Background: an optimization exercise with open tools, aiming at small area, a short achievable clock period and few clock cycles per item. Do not read the settings as production practice.
At most, simulation tests tie the RTL to the original design; equivalence was not proved.
Function not checked in run 3: the RTL went through the layout flow alone.

==> design.v <==
module aes_sbox_a (
    input  wire [7:0]  a,
    output wire [11:0] p
);
    function [3:0] gf4_mul;
        input [3:0] a;
        input [3:0] b;
        reg   [6:0] r;
        begin
            r = ({7{b[0]}} & {3'b0, a}) ^ ({7{b[1]}} & {2'b0, a, 1'b0}) ^
                ({7{b[2]}} & {1'b0, a, 2'b0}) ^ ({7{b[3]}} & {a, 3'b0});
            if (r[6]) r = r ^ 7'b1001100;
            if (r[5]) r = r ^ 7'b0100110;
            if (r[4]) r = r ^ 7'b0010011;
            gf4_mul = r[3:0];
        end
    endfunction
    wire [7:0] m;    
    assign m[0] = a[0] ^ a[5] ^ a[7];
    assign m[1] = a[2];
    assign m[2] = a[2] ^ a[3] ^ a[4] ^ a[5] ^ a[6] ^ a[7];
    assign m[3] = a[3] ^ a[4];
    assign m[4] = a[4] ^ a[5] ^ a[6];
    assign m[5] = a[1] ^ a[4] ^ a[6] ^ a[7];
    assign m[6] = a[2] ^ a[3] ^ a[5] ^ a[7];
    assign m[7] = a[5] ^ a[7];
    wire [3:0] h = m[7:4];
    wire [3:0] l = m[3:0];
    assign p = {h, l, gf4_mul(gf4_mul(h, h), 4'd8) ^ gf4_mul(h, l) ^ gf4_mul(l, l)};
endmodule
module aes_sbox_b (
    input  wire [11:0] p,
    output wire [7:0]  t
);
    function [3:0] gf4_mul;
        input [3:0] a;
        input [3:0] b;
        reg   [6:0] r;
        begin
            r = ({7{b[0]}} & {3'b0, a}) ^ ({7{b[1]}} & {2'b0, a, 1'b0}) ^
                ({7{b[2]}} & {1'b0, a, 2'b0}) ^ ({7{b[3]}} & {a, 3'b0});
            if (r[6]) r = r ^ 7'b1001100;
            if (r[5]) r = r ^ 7'b0100110;
            if (r[4]) r = r ^ 7'b0010011;
            gf4_mul = r[3:0];
        end
    endfunction
    wire [3:0] h = p[11:8];
    wire [3:0] l = p[7:4];
    wire [3:0] d = p[3:0];
    reg  [3:0] di;
    always @(*) begin
        case (d)
            4'd0:  di = 4'd0;
            4'd1:  di = 4'd1;
            4'd2:  di = 4'd9;
            4'd3:  di = 4'd14;
            4'd4:  di = 4'd13;
            4'd5:  di = 4'd11;
            4'd6:  di = 4'd7;
            4'd7:  di = 4'd6;
            4'd8:  di = 4'd15;
            4'd9:  di = 4'd2;
            4'd10: di = 4'd12;
            4'd11: di = 4'd5;
            4'd12: di = 4'd10;
            4'd13: di = 4'd4;
            4'd14: di = 4'd3;
            default: di = 4'd8;
        endcase
    end
    assign t = {gf4_mul(h, di), gf4_mul(h ^ l, di)};
endmodule
module aes_enc_core (
    input  wire         clk,
    input  wire         rst,         
    input  wire         in_valid,
    output wire         in_ready,
    input  wire         key_256,     
    input  wire [255:0] key,
    input  wire [127:0] block,
    output wire         out_valid,
    output wire [127:0] out_data
);
    function [7:0] xtime;
        input [7:0] b;
        xtime = {b[6:0], 1'b0} ^ (b[7] ? 8'h1b : 8'h00);
    endfunction
    function [31:0] mix_column;
        input [31:0] c;
        reg [7:0] a0, a1, a2, a3, t;
        begin
            a0 = c[31:24]; a1 = c[23:16]; a2 = c[15:8]; a3 = c[7:0];
            t = a0 ^ a1 ^ a2 ^ a3;
            mix_column[31:24] = a0 ^ t ^ xtime(a0 ^ a1);
            mix_column[23:16] = a1 ^ t ^ xtime(a1 ^ a2);
            mix_column[15:8]  = a2 ^ t ^ xtime(a2 ^ a3);
            mix_column[7:0]   = a3 ^ t ^ xtime(a3 ^ a0);
        end
    endfunction
    function [7:0] sbox_af;
        input [7:0] t;
        begin
            sbox_af[0] = ~(t[0] ^ t[2] ^ t[6]);
            sbox_af[1] = ~(t[0] ^ t[1] ^ t[2] ^ t[3] ^ t[4] ^ t[5]);
            sbox_af[2] = t[0] ^ t[3] ^ t[5] ^ t[6];
            sbox_af[3] = t[0] ^ t[2] ^ t[5];
            sbox_af[4] = t[0] ^ t[1] ^ t[3] ^ t[4] ^ t[5];
            sbox_af[5] = ~(t[1] ^ t[2] ^ t[3] ^ t[5] ^ t[6] ^ t[7]);
            sbox_af[6] = ~(t[4] ^ t[6] ^ t[7]);
            sbox_af[7] = t[1] ^ t[2];
        end
    endfunction
    function [7:0] rcon;
        input       k256;
        input [3:0] r;
        reg   [3:0] i;
        begin
            i = k256 ? (r[0] ? ({1'b0, r[3:1]} + 4'd1) : 4'd0) : r;
            case (i)
                4'd1:    rcon = 8'h01;
                4'd2:    rcon = 8'h02;
                4'd3:    rcon = 8'h04;
                4'd4:    rcon = 8'h08;
                4'd5:    rcon = 8'h10;
                4'd6:    rcon = 8'h20;
                4'd7:    rcon = 8'h40;
                4'd8:    rcon = 8'h80;
                4'd9:    rcon = 8'h1b;
                4'd10:   rcon = 8'h36;
                default: rcon = 8'h00;
            endcase
        end
    endfunction
    reg [127:0] s;               
    reg [127:0] x;               
    reg [255:0] ks, kx;          
    reg [31:0]  kw;              
    reg [31:0]  kt;              
    reg         vs, vx;          
    reg         ws, wx;          
    reg [3:0]   rs, rx;          
    reg         fx;              
    reg [127:0] out_q;
    reg         out_v;
    reg         ready;
    assign in_ready  = ready;
    assign out_valid = out_v;
    assign out_data  = out_q;
    wire [191:0] pa;
    wire [127:0] xb;
    wire [47:0]  kpa;
    wire [31:0]  ktb;
    genvar i;
    generate
        for (i = 0; i < 16; i = i + 1) begin : g_sbox
            aes_sbox_a u_a (.a(s[8*i +: 8]),    .p(pa[12*i +: 12]));
            aes_sbox_b u_b (.p(pa[12*i +: 12]), .t(xb[8*i +: 8]));
        end
        for (i = 0; i < 4; i = i + 1) begin : g_ksbox
            aes_sbox_a u_a (.a(kw[8*i +: 8]),    .p(kpa[12*i +: 12]));
            aes_sbox_b u_b (.p(kpa[12*i +: 12]), .t(ktb[8*i +: 8]));
        end
    endgenerate
    wire fs = (rs == (ws ? 4'd14 : 4'd10));
    always @(posedge clk) begin
        x  <= xb;
        kx <= ks;
        kt <= ktb;
        wx <= ws;
        rx <= rs;
        fx <= fs;
    end
    wire [127:0] y;
    wire [31:0]  ky;
    generate
        for (i = 0; i < 16; i = i + 1) begin : g_aff
            assign y[8*i +: 8] = sbox_af(x[8*i +: 8]);
        end
        for (i = 0; i < 4; i = i + 1) begin : g_kaff
            assign ky[8*i +: 8] = sbox_af(kt[8*i +: 8]);
        end
    endgenerate
    wire [127:0] sr;
    generate
        for (i = 0; i < 16; i = i + 1) begin : g_shift
            localparam integer R = i % 4;
            localparam integer C = i / 4;
            localparam integer SRC = 4 * ((C + R) % 4) + R;
            assign sr[127-8*i -: 8] = y[127-8*SRC -: 8];
        end
    endgenerate
    wire [127:0] mc = {mix_column(sr[127:96]), mix_column(sr[95:64]),
                       mix_column(sr[63:32]),  mix_column(sr[31:0])};
    wire [127:0] ka  = kx[255:128];
    wire [127:0] kb  = kx[127:0];
    wire [31:0]  kt2 = ky ^ {rcon(wx, rx), 24'h0};
    wire [31:0]  kp0 = ka[127:96];
    wire [31:0]  kp1 = kp0 ^ ka[95:64];
    wire [31:0]  kp2 = kp1 ^ ka[63:32];
    wire [31:0]  kp3 = kp2 ^ ka[31:0];
    wire [127:0] knew = {kp0 ^ kt2, kp1 ^ kt2, kp2 ^ kt2, kp3 ^ kt2};
    wire [127:0] rk   = wx ? kb : knew;      
    wire       v_n = ready ? in_valid : (vx && !fx);
    wire       w_n = ready ? key_256  : wx;
    wire [3:0] r_n = ready ? 4'd1     : rx + 4'd1;
    wire        rot_n = !w_n || r_n[0];
    wire [31:0] kw_n  = ready ? (key_256 ? key[31:0] : key[159:128]) : knew[31:0];
    always @(posedge clk) begin
        out_q <= sr ^ rk;
        s     <= (ready ? block : mc) ^ (ready ? key[255:128] : rk);
        ks    <= ready ? key : (wx ? {kb, knew} : {knew, knew});
        kw    <= rot_n ? {kw_n[23:0], kw_n[31:24]} : kw_n;
        ws    <= w_n;
        rs    <= r_n;
    end
    wire early_n = v_n && w_n && (r_n < 4'd5);
    always @(posedge clk) begin
        if (rst) begin
            vs    <= 1'b0;
            vx    <= 1'b0;
            out_v <= 1'b0;
            ready <= 1'b1;
        end else begin
            vs    <= v_n;
            vx    <= vs;
            out_v <= vx && fx;
            ready <= (!vs || fs) && !early_n;
        end
    end
endmodule
==> flow/run.sh <==
#!/bin/bash
# The standard layout (standard.sh), with two changes:
#  - flow/synth.tcl as the synthesis script (ABC's default liberty mapping);
#  - the port buffers that global placement inserts are buf_1 cells.
# The make output goes to flow_make.log here; ORFS keeps each step's own
# log under orfs/logs/.
set -euo pipefail
W=$(pwd)
bash standard.sh SYNTH_SCRIPT="$W/flow/synth.tcl" \
  BUFFER_PORTS_ARGS="-buffer_cell sky130_fd_sc_hd__buf_1" finish > "$W/flow_make.log" 2>&1
==> flow/synth.tcl <==
# The standard synthesis (synth_recipe.tcl), except that the technology
# mapping uses ABC's default liberty script (&nf mapper) in place of ORFS's
# abc_speed/abc_area scripts. Every other ABC argument ORFS passes is kept.
proc synth {args} { yosys synth -nofsm -noshare {*}$args }
proc abc {args} {
  set a {}
  set skip 0
  foreach x $args {
    if {$skip} { set skip 0; continue }
    if {$x eq "-script"} { set skip 1; continue }
    lappend a $x
  }
  yosys abc {*}$a
}
source $::env(SCRIPTS_DIR)/synth.tcl
# left out here: clear keep_hierarchy, flatten, clean up, hide names made inside functions, write 1_2_yosys.v
==> standard.sh <==
#!/bin/bash
# synth_recipe.tcl (not shown) runs the flow's synth.tcl, then flattens the netlist and writes it again
# the make line also repeats each setting of config.mk as NAME=value (left out here)
make -C /OpenROAD-flow-scripts/flow DESIGN_CONFIG=/design/flow/config.mk WORK_HOME=/design/flow/orfs CLKGATE_MAP_FILE= SYNTH_SCRIPT=/design/flow/synth_recipe.tcl "${@:-finish}"
==> config.mk <==
export PLATFORM = sky130hd
export DESIGN_NAME = aes_enc_core
export DESIGN_NICKNAME = aes_enc_core
export VERILOG_FILES = /design/flow/design.v
export SDC_FILE = /design/flow/constraint.sdc
export NUM_CORES = 4
export LEC_CHECK = 0
export CAP_MARGIN = 20
export CORE_MARGIN = 2
export CORE_UTILIZATION = 40
export SLEW_MARGIN = 20
export SYNTH_HIERARCHICAL = 1
==> constraint.sdc <==
create_clock -name core_clock -period 10.0 [get_ports {clk}]
set_input_delay 2.0000 -clock core_clock [delete_from_list [all_inputs] [get_ports {clk}]]
set_output_delay 2.0000 -clock core_clock [all_outputs]
set_load 0.01 [all_outputs]
==> impl_results.md, run 1 <==
* Syn_nets at 6958
* Num CTS Buffers at 107
* Post-CTS Resized at 0
* Max-slew violations at 0
* CTS tree: done
* Total of max-cap violations at 0
* Hold Fails Final Rpt at 0
* Final instance area at 0.0684 mm^2
* Worst Skew at 48.6 ps
* FF-to-FF Start: s[109]
* Clk buf depth at 3
* Pre-CTS WS at 5220 ps
* CTS H-tree lvls at 3
* Io pins at 518
* Cell taking the most area after synthesis: dfxtp_1
* Vias in the first global route at 43400
* DR pass1 iterations at 5
* Clock transition at path regs at 70 ps
* Final #Nets at 7424
* Vias/cell at 4.98
* # port buffers at 517
* Top cells by area, synth: dfxtp_1, xnor2_1, xor2_1
* Most frequent cells after synthesis: xnor2_1, dfxtp_1, nand2_1
* Synthesized flop and latch total at 975
* Final Routed Wirelength at 202 mm
* Synth top area share at 0.322
* WP data arrival at 5430 ps
* Post-synthesis cell count at 6423
* Synth Area in XOR/XNOR at 0.381
* Die Wd at 393 um
* Max Freq at 0.208 GHz
* Layout area overhead at 12.7%
* Reg2reg setup slack at 5190 ps
* DR iter-0 viols at 3628
* YS warnings at 9
* Synth Area in Adders at 0.0336
* Clock Root Buffer: clkbuf_16
* Top Family by Delay on Critical Path: XOR/XNOR gates
* Worst R2R Path Depth at 13
* Placement row count at 142
* Critical path cell sequence: xor2_2 -> xor2_1 -> nand2_1 -> xnor3_2 -> xnor3_1 -> inv_1 -> ha_1 -> nor2b_1 -> o21ai_1 -> nand3_1 -> xor2_1 -> xnor2_1 -> xnor2_1
* Final Setup Violations at 0
* Cell Area, Placed at 0.0645 mm^2
* Post-Syn Area per Cell at 9.45 um^2
* Initial Util at 0.404
* Routed Antenna Nets at 0
* Post-route setup slack at 5190 ps
* CTS Sinks at 975
* Critical path class: reg2reg
* Residual DRC at 0
* DR vias at 44800
* Status: no timing/DRC/antenna violations
* Worst Path Buf+Inv at 1
* Filler cell count at 14600
* Worst endpoint required time at 10630 ps
* Simple-Gate Fraction of Synth Area at 0.132
* WHS Path Cells at 0
* Fin crit share at 0.481
* Compound-Gate Fraction of Synth Area at 0.0898
* Largest net degree at the start of global routing at 195
* Die Area at 0.155 mm^2
* First-pass GRT wire length at 290 mm
* Clk latency of the worst-skew pair at 750 ps
* Slew headroom at 0.153
* Mapped Area at 0.0607 mm^2
* Final Util at 0.455
* Startpoint Class: flop
* Worst Hold Path EP: kx[156]
* Least-Margin Pin Slew at 1260 ps
* Hold Buf Count CTS at 0
* Sequential element share of the synthesized area at 0.322
* Reg-to-Reg End: x[109]
* Area of the multi-input gates at 0.0396 mm^2
* Top-count cell post-synth: xnor2_1
* Initial antenna violation count at 22
* Post-CTS Setup Bufs at 0
* DP HPWL at 165 mm
* Hold Crit Class: reg2reg
* CP peak stage delay at 660 ps
* EDFF count, synth at 0
* Min Clock Period, post-route at 4810 ps
* Synth Flop Type: dfxtp_1
* Post-synthesis mux area share at 0.0149
* Crit. End Element: flop
* Global placer's final weighted congestion at 0.970
* Async SR Flop Fraction at 0
* Reg area at 0.0195 mm^2
* Die height at 393 um
* Gr ovfl total at 0
* Hold path start: ks[156]
* Combinational family with the most area after synthesis: XOR/XNOR gates
* GRT Total Usage at 0.253
* Setup TNS at 0 ps
* RSZ-0062 raised after global routing: false
* Area of the core at 0.150 mm^2
* DR WL/cell at 22.5 um
* Crit-path slowest cell: xor2_1
* Share of layout cells above drive strength 1 at 0.0881
* Max FO, Critical Path at 13
* Unique cell type count in the Yosys netlist at 61
## layout make-up
class / instances / share of cell area
Tap cell: 2016 / 0.0369
Antenna cell: 4 / 0.000146
Timing Repair Buffer: 563 / 0.0338
Inverter: 166 / 0.00912
Clock buffer: 149 / 0.0462
Sequential cell: 975 / 0.286
Multi-Input combinational cell: 5076 / 0.579
Clock inverter: 52 / 0.00954
## per-module statistics from Yosys, one instance, submodules excluded
module        copies in the design  cells  flip-flops and latches
aes_enc_core                     1   3463                     975
aes_sbox_a                      20     47                       0
aes_sbox_b                      20    101                       0
## cell usage in the layout (no fill, tap or decap), types with 103 or more instances in the layout
master / netlist / final
nand2_1: 848 / 848
buf_1: 9 / 516
nor2_1: 390 / 390
xnor2_1: 1287 / 1279
nand3_1: 103 / 103
ha_1: 147 / 147
a21oi_1: 187 / 187
xor2_1: 719 / 717
clkbuf_16: 0 / 108
o21ai_0: 358 / 357
dfxtp_1: 975 / 973
inv_1: 165 / 165
## cells by family (layout without fill, tap and decap cells)
logic type / after synthesis / count (layout)
AO/OA/AOI/OAI: 822 / 822
XOR/XNOR: 2274 / 2274
adder cells (fa/ha/maj): 167 / 167
buffers and inverters: 372 / 930
flip-flops: 975 / 975
multiplexers: 85 / 85
other: 0 / 4
AND/OR/NAND/NOR: 1728 / 1728
## per-layer routing
layer  track usage  vias up  part of all wire
met3        0.0463      280             0.069
met5             0        -           0.00027
met1         0.340    21600              0.44
met4        0.0995        8             0.041
li1              -    21500                 -
met2         0.399     1439              0.45
## worst max path at each step
stage                start  endpoint  cells after the start
floorplan           kw[15]    kt[14]                     13
global placement    s[117]    x[118]                     13
detailed placement   kw[2]     kt[7]                     13
CTS                  kw[2]     kt[7]                     13
global route        s[109]    x[110]                     13
finish              s[109]    x[109]                     13
## state kept, by name, summed over array words and instances, names as in the netlist, 4 cells and up
name,flops
ks,256
kw,32
rx,4
s,128
x,128
out_q,128
kx,256
rs,4
kt,32
## per-stage QoR
stage,instances,hold slack (ps)
floorplan,6423,310
global placement,8794,310
detailed placement,8794,312
CTS,8995,290
global route,8998,302
finish,9001,297
## worst reg2reg max path, cell delays in order (launching register included)
cell	delay [ps]
dfxtp_1	430
xor2_2	580
xor2_1	660
nand2_1	130
xnor3_2	440
xnor3_1	600
inv_1	160
ha_1	300
nor2b_1	140
o21ai_1	520
nand3_1	160
xor2_1	180
xnor2_1	190
xnor2_1	180
Testbench counts, summed over its fixed seeds: cycles 77,320, items 6,400.
==> run 2: changes to the inputs <==
==> flow/run.sh (replaced) <==
#!/bin/bash
set -euo pipefail
W=$(pwd)
SETUP_MARGIN=${SETUP_MARGIN:-6.5}
bash standard.sh SYNTH_SCRIPT="$W/flow/synth.tcl" \
  BUFFER_PORTS_ARGS="-buffer_cell sky130_fd_sc_hd__buf_1" \
  SETUP_SLACK_MARGIN="$SETUP_MARGIN" finish > "$W/flow_make.log" 2>&1
==> run 2 against run 1 <==
  * Still clean
  * Non-clock buffer count increased by 527
  * Worst hold slack improved by 14 ps
  * First-iteration DRC count increased by 8.6%
  * Synthesized area unchanged
  * Cell count increased by 6.0%
  * Sequential cell count unchanged
  * Utilization increased by 7.4 points
  * Die area unchanged
  * Setup slack improved by 1200 ps
  * Sequential share of layout area decreased by 3.6 points
  * Critical path depth increased by 3
  * Critical path type unchanged
  * Critical endpoint is now x[55]
  * Largest cell class unchanged
==> impl_results.md, run 2 <==
* Cells after DPL at 8795 (was 8794)
* Combinational family with the most area after synthesis: XOR/XNOR gates (unchanged)
* Initial Util at 0.404 (unchanged)
* Crit. End Element: flop (unchanged)
* Final Setup Violations at 0 (unchanged)
* Post-Syn Area per Cell at 9.45 um^2 (unchanged)
* Non-filler instance count after layout at 9542 (was 9001)
* Clock transition at path regs at 60 ps (was 70 ps)
* Final instance area at 0.0795 mm^2 (was 0.0684 mm^2)
* Most frequent cells in the layout: xnor2_1, dfxtp_1, nand2_1, xor2_1, buf_1 (unchanged)
* Routed Antenna Nets at 0 (unchanged)
* Reg2reg setup slack at 6360 ps (was 5190 ps)
* Clock Root Buffer: clkbuf_16 (unchanged)
* Top cells by area, synth: dfxtp_1, xnor2_1, xor2_1 (unchanged)
* WP data arrival at 4280 ps (was 5430 ps)
* Critical path class: reg2reg (unchanged)
* Synth Flop Type: dfxtp_1 (unchanged)
* Least-Margin Pin Slew at 1140 ps (was 1260 ps)
* CTS tree: done (unchanged)
* Top Family by Delay on Critical Path: XOR/XNOR gates (unchanged)
* Clk latency of the worst-skew pair at 750 ps (about the same)
* Layout area overhead at 31.0% (was 12.7%)
* Mapped Area at 0.0607 mm^2 (unchanged)
* Hold Fails Final Rpt at 0 (unchanged)
* CP most frequent cell: xnor3_2
* Io pins at 518 (unchanged)
* Placement row count at 142 (unchanged)
* DP HPWL at 167 mm (was 165 mm)
* Commonest non-fill, non-tap cell in the layout: xnor2_1 (unchanged)
* Crit-path slowest cell: xnor3_2 (was xor2_1)
* Die height at 393 um (unchanged)
* Compound-Gate Fraction of Synth Area at 0.0898 (unchanged)
* Vias in the first global route at 46600 (was 43400)
* Clk buf depth at 3 (unchanged)
* # port buffers at 517 (unchanged)
* Gr ovfl total at 0 (unchanged)
* Max-slew violations at 0 (unchanged)
* DR vias at 48300 (was 44800)
* Largest regs: ks (256), kx (256) (unchanged)
* Cell Area, Placed at 0.0657 mm^2 (was 0.0645 mm^2)
* YS warnings at 9 (unchanged)
* CP peak stage delay at 480 ps (was 660 ps)
* Synth Area in Adders at 0.0336 (unchanged)
* Num CTS Buffers at 108 (was 107)
* Syn_nets at 6958 (unchanged)
* Final Routed Wirelength at 222 mm (was 202 mm)
* CTS Sinks at 975 (unchanged)
* Worst Skew at 34.6 ps (was 48.6 ps)
* Global placer's final weighted congestion at 0.949 (was 0.970)
* DR pass1 iterations at 6 (was 5)
* Hold Buf Count CTS at 0 (unchanged)
* DR iter-0 viols at 3940 (was 3628)
* Status: no timing/DRC/antenna violations (unchanged)
* Critical path cell sequence: xnor3_2 -> xnor3_2 -> nand2_1 -> xnor3_2 -> buf_6 -> xnor3_2 -> inv_2 -> buf_6 -> ha_4 -> o21a_1 -> a2bb2oi_4 -> buf_4 -> nand2_1 -> xor2_1 -> xnor2_1 -> xnor2_1 (was xor2_2 -> xor2_1 -> nand2_1 -> xnor3_2 -> xnor3_1 -> inv_1 -> ha_1 -> nor2b_1 -> o21ai_1 -> nand3_1 -> xor2_1 -> xnor2_1 -> xnor2_1)
* Fin crit share at 0.364 (was 0.481)
* Area of the core at 0.150 mm^2 (unchanged)
* GRT Total Usage at 0.269 (was 0.253)
* Post-synthesis mux area share at 0.0149 (unchanged)
* Initial antenna violation count at 19 (was 22)
* Hold Crit Class: reg2reg (unchanged)
* Cell taking the most area after synthesis: dfxtp_1 (unchanged)
* CTS H-tree lvls at 3 (unchanged)
* RSZ-0062 raised after global routing: true (was false)
* Top-count cell post-synth: xnor2_1 (unchanged)
* Reg area at 0.0199 mm^2 (was 0.0195 mm^2)
* Async SR Flop Fraction at 0 (unchanged)
* Post-synthesis cell count at 6423 (unchanged)
* Setup TNS at 0 ps (unchanged)
* Max FO, Critical Path at 8 (was 13)
* Worst endpoint required time at 10640 ps (was 10630 ps)
* Synth top area share at 0.322 (unchanged)
* Worst Path Buf+Inv at 4 (was 1)
* WHS at 311 ps (was 297 ps)
* Filler cell count at 13400 (was 14600)
* Sequential element share of the synthesized area at 0.322 (unchanged)
* Vias/cell at 5.06 (was 4.98)
* Synthesized flop and latch total at 975 (unchanged)
* First-pass GRT wire length at 309 mm (was 290 mm)
* Unique cell type count in the Yosys netlist at 61 (unchanged)
* EDFF count, synth at 0 (unchanged)
* Total of max-cap violations at 0 (unchanged)
* Residual DRC at 0 (unchanged)
* Simple-Gate Fraction of Synth Area at 0.132 (unchanged)
* Max Freq at 0.275 GHz (was 0.208 GHz)
* Share of layout cells above drive strength 1 at 0.272 (was 0.0881)
* Slew headroom at 0.238 (was 0.153)
* DR WL/cell at 23.3 um (was 22.5 um)
* Final #Nets at 7961 (was 7424)
* Largest net degree at the start of global routing at 177 (was 195)
* Most frequent cells after synthesis: xnor2_1, dfxtp_1, nand2_1 (unchanged)
* Die Area at 0.155 mm^2 (unchanged)
* Final Util at 0.529 (was 0.455)
* Area of the multi-input gates at 0.0456 mm^2 (was 0.0396 mm^2)
* Synth Area in XOR/XNOR at 0.381 (unchanged)
* Die Wd at 393 um (unchanged)
* Startpoint Class: flop (unchanged)
* Min Clock Period, post-route at 3640 ps (was 4810 ps)
-- run 2: metal layers --
layer	GRT usage	routed length [um]
met1	0.362	95500
met2	0.424	101000
met3	0.0413	14300
met4	0.118	10900
met5	0	60
-- run 2: path summary, 6_finish.rpt --
| check | startpoint | endpoint | depth (start not counted) |
|---|---|---|---|
| setup reg to reg | s[54] | x[55] | 16 |
| setup / recovery | s[54] | x[55] | 16 |
| hold / removal | ks[70] | kx[70] | 0 |
| hold reg to reg | ks[70] | kx[70] | 0 |
-- run 2: final cells by class --
cell class	count	area share
Multi-Input combinational cell	5085	0.573
Sequential cell	975	0.250
Timing Repair Buffer	1090	0.0882
Clock buffer	143	0.0382
Tap cell	2016	0.0317
Clock inverter	58	0.00953
Inverter	166	0.00874
Antenna cell	9	0.000283
-- run 2: stage by stage --
| step | setup slack (ps) |
|---|---|
| 3_3_place_gp | 5530 |
| 5_1_grt | 6260 |
| 6_report | 6360 |
| 3_5_place_dp | 5560 |
| 4_1_cts | 6310 |
| 2_1_floorplan | 6500 |
-- run 2: logic make-up (layout without fill, tap and decap cells) --
kind of cell | Yosys count | count (layout)
buf+inv | 372 | 1457
flops | 975 | 975
mux | 85 | 85
compound gates | 822 | 822
other cells | 0 | 9
simple gates | 1728 | 1728
xor+xnor | 2274 | 2283
fa+ha+maj | 167 | 167
-- run 2: repair_timing --
item                                    CTS  global route
gates resized for setup                 401           686
gates cloned                              2             9
pin swaps                               329           500
buffers inserted                        319           207
endpoints found under the setup margin  291           185
-- run 2: modules after synthesis (local to each module, per instance) --
module | cells | flip-flops and latches | times used | cell area (um^2)
aes_sbox_a | 47 | 0 | 20 | 419
aes_sbox_b | 101 | 0 | 20 | 768
aes_enc_core | 3463 | 975 | 1 | 36900
==> run 3: changes to the inputs <==
--- a/design.v
+++ b/design.v
@@ -30,7 +30,7 @@
 endmodule
 module aes_sbox_b (
     input  wire [11:0] p,
-    output wire [7:0]  t
+    output wire [7:0]  y
 );
     function [3:0] gf4_mul;
         input [3:0] a;
@@ -69,7 +69,15 @@
             default: di = 4'd8;
         endcase
     end
-    assign t = {gf4_mul(h, di), gf4_mul(h ^ l, di)};
+    wire [7:0] t = {gf4_mul(h, di), gf4_mul(h ^ l, di)};
+    assign y[0] = ~(t[0] ^ t[2] ^ t[6]);
+    assign y[1] = ~(t[0] ^ t[1] ^ t[2] ^ t[3] ^ t[4] ^ t[5]);
+    assign y[2] = t[0] ^ t[3] ^ t[5] ^ t[6];
+    assign y[3] = t[0] ^ t[2] ^ t[5];
+    assign y[4] = t[0] ^ t[1] ^ t[3] ^ t[4] ^ t[5];
+    assign y[5] = ~(t[1] ^ t[2] ^ t[3] ^ t[5] ^ t[6] ^ t[7]);
+    assign y[6] = ~(t[4] ^ t[6] ^ t[7]);
+    assign y[7] = t[1] ^ t[2];
 endmodule
 module aes_enc_core (
     input  wire         clk,
@@ -98,19 +106,6 @@
             mix_column[7:0]   = a3 ^ t ^ xtime(a3 ^ a0);
         end
     endfunction
-    function [7:0] sbox_af;
-        input [7:0] t;
-        begin
-            sbox_af[0] = ~(t[0] ^ t[2] ^ t[6]);
-            sbox_af[1] = ~(t[0] ^ t[1] ^ t[2] ^ t[3] ^ t[4] ^ t[5]);
-            sbox_af[2] = t[0] ^ t[3] ^ t[5] ^ t[6];
-            sbox_af[3] = t[0] ^ t[2] ^ t[5];
-            sbox_af[4] = t[0] ^ t[1] ^ t[3] ^ t[4] ^ t[5];
-            sbox_af[5] = ~(t[1] ^ t[2] ^ t[3] ^ t[5] ^ t[6] ^ t[7]);
-            sbox_af[6] = ~(t[4] ^ t[6] ^ t[7]);
-            sbox_af[7] = t[1] ^ t[2];
-        end
-    endfunction
     function [7:0] rcon;
         input       k256;
         input [3:0] r;
@@ -133,14 +128,16 @@
         end
     endfunction
     reg [127:0] s;               
+    reg [191:0] p;               
     reg [127:0] x;               
-    reg [255:0] ks, kx;          
+    reg [255:0] k0, k1, k2;      
     reg [31:0]  kw;              
+    reg [47:0]  kp;              
     reg [31:0]  kt;              
-    reg         vs, vx;          
-    reg         ws, wx;          
-    reg [3:0]   rs, rx;          
-    reg         fx;              
+    reg         v0, v1, v2;      
+    reg         w0, w1, w2;      
+    reg [3:0]   r0, r1, r2;      
+    reg         f1, f2;          
     reg [127:0] out_q;
     reg         out_v;
     reg         ready;
@@ -154,33 +151,29 @@
     genvar i;
     generate
         for (i = 0; i < 16; i = i + 1) begin : g_sbox
-            aes_sbox_a u_a (.a(s[8*i +: 8]),    .p(pa[12*i +: 12]));
-            aes_sbox_b u_b (.p(pa[12*i +: 12]), .t(xb[8*i +: 8]));
+            aes_sbox_a u_a (.a(s[8*i +: 8]),   .p(pa[12*i +: 12]));
+            aes_sbox_b u_b (.p(p[12*i +: 12]), .y(xb[8*i +: 8]));
         end
         for (i = 0; i < 4; i = i + 1) begin : g_ksbox
-            aes_sbox_a u_a (.a(kw[8*i +: 8]),    .p(kpa[12*i +: 12]));
-            aes_sbox_b u_b (.p(kpa[12*i +: 12]), .t(ktb[8*i +: 8]));
+            aes_sbox_a u_a (.a(kw[8*i +: 8]),   .p(kpa[12*i +: 12]));
+            aes_sbox_b u_b (.p(kp[12*i +: 12]), .y(ktb[8*i +: 8]));
         end
     endgenerate
-    wire fs = (rs == (ws ? 4'd14 : 4'd10));
     always @(posedge clk) begin
+        p  <= pa;
+        k1 <= k0;
+        kp <= kpa;
+        w1 <= w0;
+        r1 <= r0;
+        f1 <= (r0 == (w0 ? 4'd14 : 4'd10));
         x  <= xb;
-        kx <= ks;
-        kt <= ktb;
-        wx <= ws;
-        rx <= rs;
-        fx <= fs;
-    end
-    wire [127:0] y;
-    wire [31:0]  ky;
-    generate
-        for (i = 0; i < 16; i = i + 1) begin : g_aff
-            assign y[8*i +: 8] = sbox_af(x[8*i +: 8]);
-        end
-        for (i = 0; i < 4; i = i + 1) begin : g_kaff
-            assign ky[8*i +: 8] = sbox_af(kt[8*i +: 8]);
-        end
-    endgenerate
+        k2 <= k1;
+        kt <= ktb ^ {rcon(w1, r1), 24'h0};
+        w2 <= w1;
+        r2 <= r1;
+        f2 <= f1;
+    end
+    wire [127:0] y = x;
     wire [127:0] sr;
     generate
         for (i = 0; i < 16; i = i + 1) begin : g_shift
@@ -192,40 +185,44 @@
     endgenerate
     wire [127:0] mc = {mix_column(sr[127:96]), mix_column(sr[95:64]),
                        mix_column(sr[63:32]),  mix_column(sr[31:0])};
-    wire [127:0] ka  = kx[255:128];
-    wire [127:0] kb  = kx[127:0];
-    wire [31:0]  kt2 = ky ^ {rcon(wx, rx), 24'h0};
+    wire [127:0] ka  = k2[255:128];
+    wire [127:0] kb  = k2[127:0];
+    wire [31:0]  kt2 = kt;
     wire [31:0]  kp0 = ka[127:96];
     wire [31:0]  kp1 = kp0 ^ ka[95:64];
     wire [31:0]  kp2 = kp1 ^ ka[63:32];
     wire [31:0]  kp3 = kp2 ^ ka[31:0];
     wire [127:0] knew = {kp0 ^ kt2, kp1 ^ kt2, kp2 ^ kt2, kp3 ^ kt2};
-    wire [127:0] rk   = wx ? kb : knew;      
-    wire       v_n = ready ? in_valid : (vx && !fx);
-    wire       w_n = ready ? key_256  : wx;
-    wire [3:0] r_n = ready ? 4'd1     : rx + 4'd1;
-    wire        rot_n = !w_n || r_n[0];
-    wire [31:0] kw_n  = ready ? (key_256 ? key[31:0] : key[159:128]) : knew[31:0];
+    wire [127:0] rk   = w2 ? kb : knew;      
+    wire       v_n = ready ? in_valid : (v2 && !f2);
+    wire       w_n = ready ? key_256  : w2;
+    wire [3:0] r_n = ready ? 4'd1     : r2 + 4'd1;
+    wire        rot_c = !w2 || !r2[0];
+    wire [31:0] kw_l  = key_256 ? key[31:0] : key[159:128];
+    wire [31:0] kw_c  = rot_c ? {knew[23:0], knew[31:24]} : knew[31:0];
     always @(posedge clk) begin
         out_q <= sr ^ rk;
         s     <= (ready ? block : mc) ^ (ready ? key[255:128] : rk);
-        ks    <= ready ? key : (wx ? {kb, knew} : {knew, knew});
-        kw    <= rot_n ? {kw_n[23:0], kw_n[31:24]} : kw_n;
-        ws    <= w_n;
-        rs    <= r_n;
-    end
+        k0    <= ready ? key : (w2 ? {kb, knew} : {knew, knew});
+        kw    <= ready ? {kw_l[23:0], kw_l[31:24]} : kw_c;
+        w0    <= w_n;
+        r0    <= r_n;
+    end
+    wire early_s = v0  && w0  && (r0  < 4'd5);
     wire early_n = v_n && w_n && (r_n < 4'd5);
     always @(posedge clk) begin
         if (rst) begin
-            vs    <= 1'b0;
-            vx    <= 1'b0;
+            v0    <= 1'b0;
+            v1    <= 1'b0;
+            v2    <= 1'b0;
             out_v <= 1'b0;
             ready <= 1'b1;
         end else begin
-            vs    <= v_n;
-            vx    <= vs;
-            out_v <= vx && fx;
-            ready <= (!vs || fs) && !early_n;
+            v0    <= v_n;
+            v1    <= v0;
+            v2    <= v1;
+            out_v <= v2 && f2;
+            ready <= (!v1 || f1) && !early_s && !early_n;
         end
     end
 endmodule
--- a/config.mk
+++ b/config.mk
@@ -9,4 +9,3 @@
 export CORE_MARGIN = 2
 export CORE_UTILIZATION = 40
 export SLEW_MARGIN = 20
-export SYNTH_HIERARCHICAL = 1
==> run 3 against run 2 <==
  * Cell count is 3.2% higher
  * Non-clock buffer count is 522 lower
  * Synthesized cell count is 8.0% higher
  * Register-to-register slack better by 180 ps
  * Sequential cell count is 503 higher
  * Worst hold slack hardly changed
  * Clock skew is 3.2 ps higher
  * Routed wire length is 3.9% lower
==> impl_results.md, run 3 <==
* Status: no timing/DRC/antenna violations (unchanged)
* DR WL/cell at 21.7 um (was 23.3 um)
* Post-synthesis mux area share at 0.0262 (was 0.0149)
* Die height at 417 um (was 393 um)
* Post-Syn Area per Cell at 9.84 um^2 (was 9.45 um^2)
* Die Wd at 417 um (was 393 um)
* Final #Nets at 8040 (was 7961)
* Top Family by Delay on Critical Path: XOR/XNOR gates (unchanged)
* Max FO, Critical Path at 7 (was 8)
* Clock Root Buffer: clkbuf_16 (unchanged)
* DR vias at 46900 (was 48300)
* Clock transition at path regs at 60 ps (about the same)
* Slew headroom at 0.197 (was 0.238)
* Routed Antenna Nets at 0 (unchanged)
* Commonest non-fill, non-tap cell in the layout: xnor2_1 (unchanged)
* Worst Path Buf+Inv at 2 (was 4)
* CTS tree: done (unchanged)
* Die Area at 0.174 mm^2 (was 0.155 mm^2)
* Fin crit share at 0.345 (was 0.364)
* Worst R2R Path Depth at 11 (was 16)
* CTS Sinks at 1478 (was 975)
* Layout area overhead at 15.3% (was 31.0%)
* RSZ-0062 raised after global routing: true (unchanged)
* Cell taking the most area after synthesis: dfxtp_1 (unchanged)
* Max-slew violations at 0 (unchanged)
* Synth top area share at 0.433 (was 0.322)
* Share of layout cells above drive strength 1 at 0.0661 (was 0.272)
* Non-filler instance count after layout at 9843 (was 9542)
* Final Routed Wirelength at 213 mm (was 222 mm)
* Area of the core at 0.169 mm^2 (was 0.150 mm^2)
* DR iter-0 viols at 3080 (was 3940)
* Hold Crit Class: reg2reg (unchanged)
* Synth Area in Adders at 0.0295 (was 0.0336)
* Least-Margin Pin Slew at 1200 ps (was 1140 ps)
* Simple-Gate Fraction of Synth Area at 0.0902 (was 0.132)
* Setup TNS at 0 ps (unchanged)
* Final Setup Violations at 0 (unchanged)
* # port buffers at 517 (unchanged)
* Clk buf depth at 3 (unchanged)
* Crit. End Element: flop (unchanged)
* GRT Total Usage at 0.240 (was 0.269)
* Total of max-cap violations at 0 (unchanged)
* Num CTS Buffers at 154 (was 108)
* Worst Skew at 37.8 ps (was 34.6 ps)
* Critical path class: reg2reg (unchanged)
* Global placer's final weighted congestion at 0.965 (was 0.949)
* CP peak stage delay at 470 ps (was 480 ps)
* Filler cell count at 16000 (was 13400)
* Post-route setup slack at 6550 ps (was 6360 ps)
* Synth Area in XOR/XNOR at 0.341 (was 0.381)
* Top cells by area, synth: dfxtp_1, xnor2_1, xor2_1 (unchanged)
* WP data arrival at 4130 ps (was 4280 ps)
* Max Freq at 0.289 GHz (was 0.275 GHz)
* Top-count cell post-synth: xnor2_1 (unchanged)
* Synthesized flop and latch total at 1478 (was 975)
* Startpoint Class: flop (unchanged)
* Mapped Area at 0.0683 mm^2 (was 0.0607 mm^2)
* Compound-Gate Fraction of Synth Area at 0.0582 (was 0.0898)
* Vias in the first global route at 46400 (was 46600)
* Initial Util at 0.403 (was 0.404)
* Min Clock Period, post-route at 3450 ps (was 3640 ps)
* Gr ovfl total at 0 (unchanged)
* Syn_nets at 7488 (was 6958)
* YS warnings at 3 (was 9)
* Placement row count at 151 (was 142)
* Clk latency of the worst-skew pair at 820 ps (was 750 ps)
* Hold Fails Final Rpt at 0 (unchanged)
* Most frequent cells after synthesis: xnor2_1, dfxtp_1, nand2_1 (unchanged)
* DP HPWL at 171 mm (was 167 mm)
* Unique cell type count in the Yosys netlist at 53 (was 61)
* Final Util at 0.465 (was 0.529)
* Most frequent cells in the layout: xnor2_1, dfxtp_1, nand2_1, xor2_1, buf_1 (unchanged)
* Async SR Flop Fraction at 0 (unchanged)
* WHS Path Cells at 0 (unchanged)
* Sequential element share of the synthesized area at 0.433 (was 0.322)
* Largest regs: k0 (256), k1 (256), k2 (256) (was ks (256), kx (256))
* Residual DRC at 0 (unchanged)
* Post-synthesis cell count at 6939 (was 6423)
* Cells after DPL at 9531 (was 8795)
* CTS H-tree lvls at 4 (was 3)
* Worst endpoint required time at 10680 ps (was 10640 ps)
* First-pass GRT wire length at 305 mm (was 309 mm)
* Io pins at 518 (unchanged)
* Total stage count of the critical path at 11 (was 16)
* DR pass1 iterations at 5 (was 6)
* Largest net degree at the start of global routing at 182 (was 177)
* EDFF count, synth at 0 (unchanged)
* Synth Flop Type: dfxtp_1 (unchanged)
* Initial antenna violation count at 15 (was 19)
* Combinational family with the most area after synthesis: XOR/XNOR gates (unchanged)
* Pre-CTS WS at 6220 ps (was 5560 ps)
* Critical path cell sequence: xor2_2 -> xor2_2 -> inv_1 -> ha_1 -> xnor2_1 -> xnor2_1 -> xnor3_1 -> xnor2_4 -> inv_1 -> ha_1 -> mux4_2 (was xnor3_2 -> xnor3_2 -> nand2_1 -> xnor3_2 -> buf_6 -> xnor3_2 -> inv_2 -> buf_6 -> ha_4 -> o21a_1 -> a2bb2oi_4 -> buf_4 -> nand2_1 -> xor2_1 -> xnor2_1 -> xnor2_1)
* Crit-path slowest cell: mux4_2 (was xnor3_2)
* Vias/cell at 4.77 (was 5.06)
==> run 3: cell types whose count changed after synthesis, sizes merged, moves of 42 or more <==
cell | before | now
dfxtp | 975 | 1478
xnor2 | 1326 | 1603
nand2 | 868 | 1103
nand3 | 103 | 6
o21ai | 444 | 353
buf | 90 | 13
xnor3 | 130 | 61
and2b | 60 | 0
a21oi | 190 | 241
nand2b | 62 | 15
nor2b | 101 | 55
clkbuf | 116 | 159
inv | 166 | 208
==> run 3: final cells by class <==
type                            count  area, um^2  share of cell area
Antenna cell                       11        27.5            0.000350
Clock buffer                      214        4460              0.0567
Clock inverter                     65         916              0.0116
Inverter                          209         785             0.00996
Multi-Input combinational cell   5080       37800               0.480
Sequential cell                  1478       29600               0.376
Tap cell                         2218        2780              0.0352
Timing Repair Buffer              568        2360              0.0299
==> run 3: cell families after synthesis <==
kind of cell / count (synthesis)
flops: 1478
xor+xnor: 2483
simple gates: 1567
fa+ha+maj: 161
mux: 141
compound gates: 728
buf+inv: 381
==> run 3: path summary, 6_finish.rpt <==
check | startpoint | endpoint | slack, ps
setup / recovery | kw[4] | g_ksbox[0].u_b.di[0] | 6550
hold / removal | k1[124] | k2[124] | 310
hold reg to reg | k1[124] | k2[124] | 310
setup reg to reg | kw[4] | g_ksbox[0].u_b.di[0] | 6550
==> run 3: timing repair <==
action,CTS,global route
buffers inserted,3,19
gates resized for setup,18,63
setup endpoints to repair,23,51
pin swaps,1,12
hold buffers,0,0
==> run 3: worst reg2reg max path, delay by kind of cell (launching register included) <==
family | cells | cell delay (ps)
buf+inv | 2 | 250
flops | 1 | 420
fa+ha+maj | 2 | 630
mux | 1 | 470
xor+xnor | 6 | 1550
==> run 3: layer usage <==
layer / vias to the layer above / global-route usage / part of all wire
met5: - / 0 / 0.00022
met4: 8 / 0.150 / 0.069
met3: 425 / 0.0372 / 0.042
met2: 1209 / 0.417 / 0.50
met1: 22300 / 0.274 / 0.39
li1: 23000 / - / -
==> run 3: through the flow <==
step	hold WS, ps	area [um^2]
2_1_floorplan	310	68300
3_3_place_gp	310	72600
3_5_place_dp	312	72700
4_1_cts	314	78200
5_1_grt	318	78700
6_report	311	78700
==> run 4: changes to the inputs <==
--- a/design.v
+++ b/design.v
@@ -26,7 +26,17 @@
     assign m[7] = a[5] ^ a[7];
     wire [3:0] h = m[7:4];
     wire [3:0] l = m[3:0];
-    assign p = {h, l, gf4_mul(gf4_mul(h, h), 4'd8) ^ gf4_mul(h, l) ^ gf4_mul(l, l)};
+    wire [3:0] d = gf4_mul(gf4_mul(h, h), 4'd8) ^ gf4_mul(h, l) ^ gf4_mul(l, l);
+    wire [3:0] di;
+    assign di[0] = d[0] ^ d[1] ^ d[2] ^ (d[0] & d[2]) ^ (d[1] & d[2]) ^
+                   (d[0] & d[1] & d[2]) ^ d[3] ^ (d[1] & d[2] & d[3]);
+    assign di[1] = (d[0] & d[1]) ^ (d[0] & d[2]) ^ (d[1] & d[2]) ^ d[3] ^
+                   (d[1] & d[3]) ^ (d[0] & d[1] & d[3]);
+    assign di[2] = (d[0] & d[1]) ^ d[2] ^ (d[0] & d[2]) ^ d[3] ^
+                   (d[0] & d[3]) ^ (d[0] & d[2] & d[3]);
+    assign di[3] = d[1] ^ d[2] ^ d[3] ^ (d[0] & d[3]) ^ (d[1] & d[3]) ^
+                   (d[2] & d[3]) ^ (d[1] & d[2] & d[3]);
+    assign p = {h, l, di};
 endmodule
 module aes_sbox_b (
     input  wire [11:0] p,
@@ -47,28 +57,7 @@
     endfunction
     wire [3:0] h = p[11:8];
     wire [3:0] l = p[7:4];
-    wire [3:0] d = p[3:0];
-    reg  [3:0] di;
-    always @(*) begin
-        case (d)
-            4'd0:  di = 4'd0;
-            4'd1:  di = 4'd1;
-            4'd2:  di = 4'd9;
-            4'd3:  di = 4'd14;
-            4'd4:  di = 4'd13;
-            4'd5:  di = 4'd11;
-            4'd6:  di = 4'd7;
-            4'd7:  di = 4'd6;
-            4'd8:  di = 4'd15;
-            4'd9:  di = 4'd2;
-            4'd10: di = 4'd12;
-            4'd11: di = 4'd5;
-            4'd12: di = 4'd10;
-            4'd13: di = 4'd4;
-            4'd14: di = 4'd3;
-            default: di = 4'd8;
-        endcase
-    end
+    wire [3:0] di = p[3:0];
     wire [7:0] t = {gf4_mul(h, di), gf4_mul(h ^ l, di)};
     assign y[0] = ~(t[0] ^ t[2] ^ t[6]);
     assign y[1] = ~(t[0] ^ t[1] ^ t[2] ^ t[3] ^ t[4] ^ t[5]);
==> flow/run.sh (replaced) <==
#!/bin/bash
set -euo pipefail
W=$(pwd)
SETUP_MARGIN=${SETUP_MARGIN:-6.7}
bash standard.sh SYNTH_SCRIPT="$W/flow/synth.tcl" \
  BUFFER_PORTS_ARGS="-buffer_cell sky130_fd_sc_hd__buf_1" \
  SETUP_SLACK_MARGIN="$SETUP_MARGIN" finish > "$W/flow_make.log" 2>&1
--- a/config.mk
+++ b/config.mk
@@ -8,4 +8,5 @@
 export CAP_MARGIN = 20
 export CORE_MARGIN = 2
 export CORE_UTILIZATION = 40
+export CTS_BUF_LIST = sky130_fd_sc_hd__clkbuf_8
 export SLEW_MARGIN = 20
==> run 4 against run 3 <==
  * Now fails the layout checks on antenna rules
  * Maximum frequency decreased by 2.4%
  * Worst hold slack got worse by 15 ps
  * Synthesized area shrank 3.3%
  * Non-clock buffer count is 15 higher
==> impl_results.md, run 4 <==
* Status: finished with violations (was no timing/DRC/antenna violations)
* SO Faults: antenna rules
* Slew headroom at 0.211 (was 0.197)
* Area of the core at 0.164 mm^2 (was 0.169 mm^2)
* EDFF count, synth at 0 (unchanged)
* Startpoint Class: flop (unchanged)
* Residual DRC at 0 (unchanged)
* Clk latency of the worst-skew pair at 990 ps (was 820 ps)
* Routed Antenna Nets at 1 (was 0)
* Mapped Area at 0.0660 mm^2 (was 0.0683 mm^2)
* Layout area overhead at 17.5% (was 15.3%)
* Post-synthesis cell count at 6852 (was 6939)
* Crit-path slowest cell: dfxtp_4 (was mux4_2)
* Initial Util at 0.402 (was 0.403)
* Top cells by area, synth: dfxtp_1, xnor2_1, xor2_1 (unchanged)
* Top Family by Delay on Critical Path: flip-flops (was XOR/XNOR gates)
* Worst Hold Path EP: k2[226] (was k2[124])
* Most frequent cells after synthesis: xnor2_1, dfxtp_1, nand2_1 (unchanged)
* Reg area at 0.0297 mm^2 (was 0.0296 mm^2)
* YS warnings at 3 (unchanged)
* Worst endpoint required time at 8000 ps (was 10680 ps)
* Placement row count at 149 (was 151)
* Hold Crit Class: reg2reg (unchanged)
* Io pins at 518 (unchanged)
* Reg2reg setup slack at 6750 ps (was 6550 ps)
* Hold path start: k1[226] (was k1[124])
* Worst Skew at 82.0 ps (was 37.8 ps)
* Top-count cell post-synth: xnor2_1 (unchanged)
* Die Wd at 410 um (was 417 um)
* Synth Flop Type: dfxtp_1 (unchanged)
* Max FO, Critical Path at 1 (was 7)
* Least-Margin Pin Slew at 1170 ps (was 1200 ps)
* Compound-Gate Fraction of Synth Area at 0.0578 (was 0.0582)
* Share of layout cells above drive strength 1 at 0.111 (was 0.0661)
* Post-synthesis mux area share at 0.0118 (was 0.0262)
* Sequential element share of the synthesized area at 0.448 (was 0.433)
* DP HPWL at 166 mm (was 171 mm)
* Die height at 410 um (was 417 um)
* CTS H-tree lvls at 4 (unchanged)
* Worst Path Buf+Inv at 1 (was 2)
* Vias in the first global route at 45700 (was 46400)
* Global placer's final weighted congestion at 0.944 (was 0.965)
* WHS Path Cells at 0 (unchanged)
* Largest regs: k0 (256), k1 (256), k2 (256) (unchanged)
* Synth top area share at 0.448 (was 0.433)
* Largest net degree at the start of global routing at 171 (was 182)
* DR vias at 47400 (was 46900)
* Syn_nets at 7266 (was 7488)
* Commonest non-fill, non-tap cell in the layout: xnor2_1 (unchanged)
* Area of the multi-input gates at 0.0362 mm^2 (was 0.0378 mm^2)
* # port buffers at 517 (unchanged)
* Unique cell type count in the Yosys netlist at 64 (was 53)
* RSZ-0062 raised after global routing: true (unchanged)
* Total of max-cap violations at 0 (unchanged)
* WP data arrival at 1540 ps (was 4130 ps)
* Setup TNS at 0 ps (unchanged)
* Critical path class: reg2out (was reg2reg)
* Filler cell count at 15600 (was 16000)
* Vias/cell at 4.78 (was 4.77)
* Most frequent cells in the layout: xnor2_1, dfxtp_1, nand2_1, xor2_1, nor2_1 (was xnor2_1, dfxtp_1, nand2_1, xor2_1, buf_1)
* Cell taking the most area after synthesis: dfxtp_1 (unchanged)
* Critical path cell sequence: buf_6 (was xor2_2 -> xor2_2 -> inv_1 -> ha_1 -> xnor2_1 -> xnor2_1 -> xnor3_1 -> xnor2_4 -> inv_1 -> ha_1 -> mux4_2)
* Reg-to-Reg End: kp[15] (was g_ksbox[0].u_b.di[0])
* Num CTS Buffers at 238 (was 154)
* Max Freq at 0.282 GHz (was 0.289 GHz)
* Max-slew violations at 0 (unchanged)
* WHS at 297 ps (was 311 ps)
* DR iter-0 viols at 3809 (was 3080)
* Simple-Gate Fraction of Synth Area at 0.102 (was 0.0902)
* Die Area at 0.168 mm^2 (was 0.174 mm^2)
* Fin crit share at 0.354 (was 0.345)
* CTS tree: done (unchanged)
* GRT Total Usage at 0.242 (was 0.240)
* CTS Sinks at 1478 (unchanged)
* Clock Root Buffer: clkbuf_8 (was clkbuf_16)
* Post-Syn Area per Cell at 9.64 um^2 (was 9.84 um^2)
* Synthesized flop and latch total at 1478 (unchanged)
* First-pass GRT wire length at 300 mm (was 305 mm)
* Synth Area in Adders at 0.00493 (was 0.0295)
* Clock transition at path regs at 60 ps (about the same)
* Final Setup Violations at 0 (unchanged)
* DR pass1 iterations at 5 (unchanged)
* FF-to-FF Start: kw[11] (was kw[4])
* Min Clock Period, post-route at 3540 ps (was 3450 ps)
* Clk buf depth at 3 (unchanged)
* Synth Area in XOR/XNOR at 0.360 (was 0.341)
* Hold Fails Final Rpt at 0 (unchanged)
* CP peak stage delay at 430 ps (was 470 ps)
* Worst R2R Path Depth at 11 (unchanged)
* Initial antenna violation count at 24 (was 15)
* Crit. End Element: primary output (was flop)
* Async SR Flop Fraction at 0 (unchanged)
* Final #Nets at 7922 (was 8040)
* Combinational family with the most area after synthesis: XOR/XNOR gates (unchanged)
* Final Routed Wirelength at 210 mm (was 213 mm)
* Gr ovfl total at 0 (unchanged)
* DR WL/cell at 21.2 um (was 21.7 um)
==> run 4: changes by cell type in the layout (fill, tap and decap cells not counted), sizes merged, moves of 33 or more <==
cell    before   now
xnor2     1603  1771
ha         161    26
nor2       357   445
clkbuf     216   300
inv        217   156
o22ai       33     0
==> run 4: layout make-up <==
type / instances / area share
diodes: 11 / 0.000355
clock buffers: 300 / 0.0532
clock inverters: 137 / 0.0152
inverters: 94 / 0.00455
multi-input cells: 5113 / 0.467
flip-flops and latches: 1478 / 0.383
well taps: 2189 / 0.0353
repair buffers: 583 / 0.0411
==> run 4: worst register-to-register path, delay by kind of cell (launching register included) <==
kind	cells	cell delay, ps
simple gates	3	360
compound gates	2	370
xor+xnor	6	1940
flops	1	430
==> run 4: kinds of logic after synthesis <==
| kind of cell | Yosys count |
|---|---|
| xor+xnor | 2593 |
| simple gates | 1709 |
| flops | 1478 |
| compound gates | 706 |
| buf+inv | 262 |
| mux | 78 |
| fa+ha+maj | 26 |
==> run 4: what timing repair did <==
| item | CTS | global route |
|---|---|---|
| setup buffers | 7 | 27 |
| resized for setup | 260 | 182 |
| hold buffers | 0 | 0 |
| cloned | 0 | 1 |
| pin swaps | 4 | 25 |
| hold endpoints to repair | 0 | 0 |
| setup endpoints to repair | 154 | 176 |
==> run 4: layer usage <==
layer / wire [um] / vias to the layer above / track usage / share of wire
met5: 27 / - / 0 / 0.00013
met4: 8540 / 4 / 0.0948 / 0.041
met3: 13300 / 327 / 0.0411 / 0.063
met2: 93100 / 1623 / 0.376 / 0.44
met1: 95100 / 22500 / 0.334 / 0.45
li1: - / 22900 / - / -
==> run 4: worst max-delay path by stage <==
stage / start / endpoint / slack (ps) / cells past startpoint
after floorplan: s[124] / p[183] / 6880 / 11
after global placement: key_256 / kw[31] / 6420 / 4
after detailed placement: key_256 / kw[7] / 6370 / 4
after CTS: out_q[21] / out_data[21] / 6380 / 1
after global routing: out_q[21] / out_data[21] / 6420 / 1
final: out_q[21] / out_data[21] / 6460 / 1
==> run 4: per-stage QoR <==
stage               area [um^2]  utilization  setup slack [ps]  std cells
global placement          70400        0.428              6420       9419
floorplan                 66000            -              6880       6852
finish                    77600        0.472              6460       9905
detailed placement        70400        0.428              6370       9420
global route              77600        0.472              6420       9895
CTS                       76500        0.465              6380       9864
Testbench counts of run 4, summed over its fixed seeds: cycles 78,409, items 6,400.
==> run 5: changes to the inputs <==
--- a/config.mk
+++ b/config.mk
@@ -7,6 +7,6 @@
 export LEC_CHECK = 0
 export CAP_MARGIN = 20
 export CORE_MARGIN = 2
-export CORE_UTILIZATION = 40
-export CTS_BUF_LIST = sky130_fd_sc_hd__clkbuf_8
+export CORE_UTILIZATION = 55
+export PLACE_DENSITY_LB_ADDON = 0.1
 export SLEW_MARGIN = 20
==> run 5 against run 4 <==
  * Synthesized area stayed put
  * Via count decreased by 1.7%
  * Cell area shrank 1.9%
  * The run now finishes clean
  * First-iteration DRC count shrank 3.6%
  * Critical path type unchanged
  * Critical path depth did not move
  * Synthesized cell count did not move
  * Cell count fell by 7.6%
  * Sequential cell count unchanged
==> impl_results.md, run 5 <==
* Hold path start: k1[226] (unchanged)
* Fin crit share at 0.329 (was 0.354)
* Setup TNS at 0 ps (unchanged)
* Worst Path Buf+Inv at 1 (unchanged)
* Worst R2R Path Depth at 6 (was 11)
* DR WL/cell at 21.2 um (about the same)
* Synth Area in Adders at 0.00493 (unchanged)
* Top cells by area, synth: dfxtp_1, xnor2_1, xor2_1 (unchanged)
* CP peak stage delay at 380 ps (was 430 ps)
* DR vias at 46500 (was 47400)
* Crit-path slowest cell: dfxtp_4 (unchanged)
* Commonest non-fill, non-tap cell in the layout: xnor2_1 (unchanged)
* Most frequent cells in the layout: xnor2_1, dfxtp_1, nand2_1, xor2_1, nor2_1 (unchanged)
* Most frequent cells after synthesis: xnor2_1, dfxtp_1, nand2_1 (unchanged)
* Initial Util at 0.553 (was 0.402)
* Hold Buf Count CTS at 0 (unchanged)
* GRT Total Usage at 0.308 (was 0.242)
* Min Clock Period, post-route at 3290 ps (was 3540 ps)
* Die Area at 0.123 mm^2 (was 0.168 mm^2)
* Largest regs: k0 (256), k1 (256), k2 (256) (unchanged)
* CTS tree: done (unchanged)
* Startpoint Class: flop (unchanged)
* Placement row count at 127 (was 149)
* EDFF count, synth at 0 (unchanged)
* Vias in the first global route at 44500 (was 45700)
* Crit. End Element: primary output (unchanged)
* Die height at 351 um (was 410 um)
* Post-synthesis cell count at 6852 (unchanged)
* Cell taking the most area after synthesis: dfxtp_1 (unchanged)
* Async SR Flop Fraction at 0 (unchanged)
* Routed Antenna Nets at 0 (was 1)
* Synth Area in XOR/XNOR at 0.360 (unchanged)
* Max-slew violations at 0 (unchanged)
* Initial antenna violation count at 15 (was 24)
* Critical path class: reg2out (unchanged)
* Top-count cell post-synth: xnor2_1 (unchanged)
* Clock Root Buffer: clkbuf_16 (was clkbuf_8)
* Synthesized flop and latch total at 1478 (unchanged)
* Residual DRC at 0 (unchanged)
* Largest net degree at the start of global routing at 177 (was 171)
* Least-Margin Pin Slew at 1230 ps (was 1170 ps)
* Syn_nets at 7266 (unchanged)
* Final Setup Violations at 0 (unchanged)
* First-pass GRT wire length at 279 mm (was 300 mm)
* Unique cell type count in the Yosys netlist at 64 (unchanged)
* Layout area overhead at 15.3% (was 17.5%)
* Post-synthesis mux area share at 0.0118 (unchanged)
* Top Family by Delay on Critical Path: flip-flops (unchanged)
* Reg2reg setup slack at 6740 ps (was 6750 ps)
* Global placer's final weighted congestion at 0.932 (was 0.944)
* Final #Nets at 7831 (was 7922)
* Num CTS Buffers at 153 (was 238)
* RSZ-0062 raised after global routing: true (unchanged)
* Final Util at 0.637 (was 0.472)
* Worst endpoint required time at 8000 ps (about the same)
* DR pass1 iterations at 6 (was 5)
* Total of max-cap violations at 0 (unchanged)
* Hold Crit Class: reg2reg (unchanged)
* Final Routed Wirelength at 194 mm (was 210 mm)
* Die Wd at 351 um (was 410 um)
* Synth top area share at 0.448 (unchanged)
* Post-Syn Area per Cell at 9.64 um^2 (unchanged)
* Sequential element share of the synthesized area at 0.448 (unchanged)
* YS warnings at 3 (unchanged)
* Critical path cell sequence: buf_6 (unchanged)
* Gr ovfl total at 0 (unchanged)
* Area of the core at 0.119 mm^2 (was 0.164 mm^2)
* Vias/cell at 5.09 (was 4.78)
* Pre-CTS WS at 6490 ps (was 6370 ps)
* Combinational family with the most area after synthesis: XOR/XNOR gates (unchanged)
* FF-to-FF Start: ready (was kw[11])
* Clock transition at path regs at 60 ps (about the same)
* CTS H-tree lvls at 4 (unchanged)
* Post-route setup slack at 6710 ps (was 6460 ps)
* Max FO, Critical Path at 1 (unchanged)
* Worst Skew at 41.4 ps (was 82.0 ps)
* Clk buf depth at 3 (unchanged)
* WP data arrival at 1290 ps (was 1540 ps)
* DP HPWL at 152 mm (was 166 mm)
* Worst Hold Path EP: k2[226] (unchanged)
* Io pins at 518 (unchanged)
* Simple-Gate Fraction of Synth Area at 0.102 (unchanged)
* DR iter-0 viols at 3672 (was 3809)
* WHS Path Cells at 0 (unchanged)
* Slew headroom at 0.174 (was 0.211)
* Max Freq at 0.304 GHz (was 0.282 GHz)
* Synth Flop Type: dfxtp_1 (unchanged)
* CTS Sinks at 1478 (unchanged)
* Share of layout cells above drive strength 1 at 0.0809 (was 0.111)
* # port buffers at 517 (unchanged)
* Status: no timing/DRC/antenna violations (was finished with violations)
* Reg-to-Reg End: s[68] (was kp[15])
* Hold Fails Final Rpt at 0 (unchanged)
* Compound-Gate Fraction of Synth Area at 0.0578 (unchanged)
* Mapped Area at 0.0660 mm^2 (unchanged)
* Clk latency of the worst-skew pair at 810 ps (was 990 ps)
[run 5: cell counts after synthesis]
Identical to the previous run, type by type.
[run 5: cell families (layout without fill, tap and decap cells)]
logic type / count (synthesis) / in the layout
adder cells (fa/ha/maj): 26 / 26
other: 0 / 1
flip-flops: 1478 / 1478
AND/OR/NAND/NOR: 1709 / 1709
buffers and inverters: 262 / 949
multiplexers: 78 / 78
XOR/XNOR: 2593 / 2594
AO/OA/AOI/OAI: 706 / 706
[run 5: metal layers]
layer | up-vias | track usage | share of wire
met5 | - | 0 | 0.00039
met4 | 12 | 0.124 | 0.041
met3 | 339 | 0.0456 | 0.060
met2 | 1470 | 0.492 | 0.45
met1 | 22100 | 0.417 | 0.44
li1 | 22700 | - | -
[run 5: final cells by class]
class                   instances  area (um^2)
clock inverters                76         1050
repair buffers                577         2670
flip-flops and latches       1478        29700
fillers                     10000        43400
diodes                          1         2.50
multi-input cells            5113        36100
well taps                    1612         2020
inverters                      94          353
clock buffers                 202         4260
[run 5: worst max path at each step]
stage | to | depth (start not counted) | slack, ps | start
final | out_data[54] | 1 | 6710 | out_q[54]
after global routing | p[75] | 11 | 6630 | s[53]
after CTS | in_ready | 1 | 6660 | ready
after detailed placement | ready | 6 | 6490 | key_256
after global placement | kw[31] | 4 | 6320 | key_256
after floorplan | p[183] | 11 | 6880 | s[124]
[run 5: through the flow]
stage          std cells  hold slack, ps  cell area, um^2
4_1_cts             9125             301            75300
2_1_floorplan       6852             310            66000
5_1_grt             9152             309            76100
3_5_place_dp        8842             312            69600
3_3_place_gp        8842             310            69600
6_report            9153             294            76100
[run 5: timing repair]
item,in CTS,in global routing
endpoints found under the setup margin,114,67
buffers inserted,5,26
gates cloned,0,1
resized for setup,152,123
pin swaps,3,19

re-timing with driven ports:
No port has a modelled driver above. Below, the same layouts with a new extraction and two added sets of constraints.
Step 1 sets driving cells, clkbuf_16 on the clock port and buf_2 on the other inputs (assumed; they add their load-dependent delay and slew).
Step 2 moves the port delays by t, midway between the first and last clock arrival at a register: inputs arrive t later, outputs are due t later. That takes back most of the time a late clock gives input paths.
a / b / c = ideal / step 1 / step 2; a / b = the first two.
run | shift t [ns] | setup slack, ns | cell pins on the clock port's net
run 1 | 0.811 | 5.195 / 5.195 / 5.195 | 1
run 2 | 0.814 | 6.363 / 6.363 / 5.949 | 1
run 3 | 0.881 | 6.545 / 6.483 / 6.358 | 1
run 4 | 1.031 | 6.460 / 6.381 / 6.441 | 1
run 5 | 0.867 | 6.714 / 6.637 / 6.473 | 1
For run 2, which loses most, drivers alone change the setup slack by 0.000 ns; drivers and shift together by -0.414 ns.
